This design comes from an exercise in tuning for small area, a short achievable clock period and few clock cycles per item on the open sky130 flow, not from production work. In this exercise RTL edits were held to simulation tests only and were not proved equivalent to the original.

==> flow/design.v <==
module ghash (
    input  wire         clk,
    input  wire         rst,
    input  wire         in_valid,
    output wire         in_ready,
    input  wire         in_first,
    input  wire [127:0] in_h,
    input  wire [127:0] in_x,
    output wire         out_valid,
    input  wire         out_ready,
    output wire [127:0] out_y
);
    localparam integer PW = gf2_kw(128);
    function integer gf2_kw(input integer n);
        integer m;
        begin
            m = 1;
            while (n > 16) begin
                n = n / 2;
                m = m * 3;
            end
            gf2_kw = m * (2 * n - 1);
        end
    endfunction
    reg          v1;         
    reg  [127:0] xr;         
    reg  [127:0] h;          
    reg          vb;         
    reg  [PW-1:0] p;
    reg  [127:0] c;          
    reg  [127:0] q0;         
    reg  [127:0] q1;         
    reg          p1;         
    reg          p2;         
    wire amove = v1 & ~vb;   
    wire bmove = vb & ~p2;   
    assign in_ready  = ~v1 & (~vb | ~p2);
    assign out_valid = p1;
    wire take   = p1 & out_ready;
    wire accept = in_valid & in_ready;
    wire [127:0]  a = c ^ xr;
    wire [PW-1:0] leaves;
    gf2_kleaf #(.N(128)) ml (.a(a), .b(h), .p(leaves));
    wire [254:0]  m;
    gf2_kpost #(.N(128)) mp (.p(p), .c(m));
    wire [126:0] hi = m[254:128];
    wire [133:0] f1 = {7'd0, hi} ^ {6'd0, hi, 1'b0} ^ {5'd0, hi, 2'b0} ^ {hi, 7'b0};
    wire [5:0]   hi2 = f1[133:128];
    wire [127:0] y = m[127:0] ^ f1[127:0] ^ {115'd0, hi2, 7'd0} ^ {120'd0, hi2, 2'd0}
                   ^ {121'd0, hi2, 1'd0} ^ {122'd0, hi2};
    genvar g;
    generate
        for (g = 0; g < 128; g = g + 1) begin : rev
            assign out_y[g] = q0[127 - g];
        end
    endgenerate
    integer i;
    always @(posedge clk) begin
        if (accept) begin
            for (i = 0; i < 128; i = i + 1) xr[i] <= in_x[127 - i];
            if (in_first)
                for (i = 0; i < 128; i = i + 1) h[i] <= in_h[127 - i];
        end
        p <= leaves;
        if (accept & in_first) c <= 128'd0;
        else if (bmove) c <= y;
        if (bmove) begin
            if (~p1 | take) q0 <= y;
            else q1 <= y;
        end else if (take & p2) begin
            q0 <= q1;
        end
    end
    always @(posedge clk) begin
        if (rst) begin
            v1 <= 1'b0;
            vb <= 1'b0;
            p1 <= 1'b0;
            p2 <= 1'b0;
        end else begin
            if (accept) v1 <= 1'b1;
            else if (amove) v1 <= 1'b0;
            if (amove) vb <= 1'b1;
            else if (bmove) vb <= 1'b0;
            if (bmove) begin
                p1 <= 1'b1;
                if (p1 & ~take) p2 <= 1'b1;
            end else if (take) begin
                if (p2) p2 <= 1'b0;
                else p1 <= 1'b0;
            end
        end
    end
endmodule
module gf2_kleaf #(
    parameter integer N    = 128,
    parameter integer BASE = 16
) (
    input  wire [N-1:0]  a,
    input  wire [N-1:0]  b,
    output wire [KW-1:0] p
);
    function integer kwf(input integer n);
        integer m;
        begin
            m = 1;
            while (n > BASE) begin
                n = n / 2;
                m = m * 3;
            end
            kwf = m * (2 * n - 1);
        end
    endfunction
    localparam integer KW = kwf(N);
    generate
        if (N <= BASE) begin : school
            reg [2*N-2:0] r;
            integer i, j;
            always @* begin
                r = {(2*N-1){1'b0}};
                for (i = 0; i < N; i = i + 1)
                    for (j = 0; j < N; j = j + 1)
                        r[i+j] = r[i+j] ^ (a[i] & b[j]);
            end
            assign p = r;
        end else begin : kara
            localparam integer M  = N / 2;
            localparam integer KM = KW / 3;
            gf2_kleaf #(.N(M), .BASE(BASE)) m0 (.a(a[M-1:0]), .b(b[M-1:0]), .p(p[KM-1:0]));
            gf2_kleaf #(.N(M), .BASE(BASE)) m1 (.a(a[N-1:M]), .b(b[N-1:M]), .p(p[2*KM-1:KM]));
            gf2_kleaf #(.N(M), .BASE(BASE)) m2 (.a(a[M-1:0] ^ a[N-1:M]),
                                                .b(b[M-1:0] ^ b[N-1:M]), .p(p[3*KM-1:2*KM]));
        end
    endgenerate
endmodule
module gf2_kpost #(
    parameter integer N    = 128,
    parameter integer BASE = 16
) (
    input  wire [KW-1:0]  p,
    output wire [2*N-2:0] c
);
    function integer kwf(input integer n);
        integer m;
        begin
            m = 1;
            while (n > BASE) begin
                n = n / 2;
                m = m * 3;
            end
            kwf = m * (2 * n - 1);
        end
    endfunction
    localparam integer KW = kwf(N);
    generate
        if (N <= BASE) begin : school
            assign c = p;
        end else begin : kara
            localparam integer M  = N / 2;
            localparam integer KM = KW / 3;
            wire [2*M-2:0] q0, q1, q2;
            gf2_kpost #(.N(M), .BASE(BASE)) m0 (.p(p[KM-1:0]), .c(q0));
            gf2_kpost #(.N(M), .BASE(BASE)) m1 (.p(p[2*KM-1:KM]), .c(q1));
            gf2_kpost #(.N(M), .BASE(BASE)) m2 (.p(p[3*KM-1:2*KM]), .c(q2));
            wire [M-1:0] t = {1'b0, q0[2*M-2:M]} ^ q1[M-1:0];
            assign c = {q1[2*M-2:M],
                        t ^ {1'b0, q1[2*M-2:M]} ^ {1'b0, q2[2*M-2:M]},
                        t ^ q0[M-1:0] ^ q2[M-1:0],
                        q0[M-1:0]};
        end
    endgenerate
endmodule
clock: 5.0 ns
lec_check: 0
cap_margin: 20
core_margin: 2
core_utilization: 45
setup_slack_margin: 1.6
slew_margin: 20
run.sh (not shown) runs the stock make flow with config.mk's settings and CLKGATE_MAP_FILE= SYNTH_SCRIPT=/design/flow/synth_recipe.tcl, a recipe that flattens the netlist after the stock synthesis.
Testbench counts at the start, summed over its fixed seeds: cycles 6,416, blocks 3,200.
Change:
- SETUP_SLACK_MARGIN: 1.6 -> 1.0
The changed run completed with no timing, DRC or antenna violations.
Routed wire length climbs by 4.0%.
Area after synthesis does not change.
Sequential cell count is unchanged.
Change:
- SETUP_SLACK_MARGIN: 1.0 -> 2.0
After rerunning: Routed wire length goes down by 1.5%. Flip-flop and latch count is unchanged. Synthesized cell count is unchanged. Design area goes up by about 15%. Global-route usage goes down by 1.1 points. Non-clock buffer count goes up by 935. Setup slack gains 0.89 ns. Clock-buffer cell count goes down by 5. Via count goes up by 3.5%.
Change:
- SETUP_SLACK_MARGIN: 2.0 -> 2.6
The new run completed, yet does not pass: slew limit.
Die area is unchanged.
Critical path depth goes up by 4.
First-iteration DRC count goes up by about a fifth.
Setup slack is better by 0.0055 ns.

port drivers added, routing unchanged:
The results above use ideal ports. As a check the final layouts listed here were re-extracted and re-timed, cells and wires unchanged.
Step 1: set_driving_cell puts a clkbuf_16 on clk and a buf_2 on each other input, an assumption about the parent block.
Step 2 also shifts input and output timing later by t, the mid clock arrival at the registers, as if the neighbouring blocks saw the same clock.
Three values: no drivers, after step 1, after step 2; two values: the first two.
run	shift t [ns]	setup WS [ns]	worst hold slack (ns)	latest minus earliest clock arrival (ns)	worst slew at a driven data input, ns
the first run	1.082	1.304 / 1.304 / 1.304	0.497 / 0.457 / 0.497	0.111 / 0.111	0.13
the second run	1.069	0.769 / 0.769 / 0.769	0.490 / 0.475 / 0.490	0.078 / 0.077	0.11
the third run	1.089	1.662 / 1.662 / 1.662	0.486 / 0.448 / 0.486	0.107 / 0.108	0.11
the fourth run	1.082	1.668 / 1.668 / 1.668	0.497 / 0.450 / 0.497	0.113 / 0.114	0.15
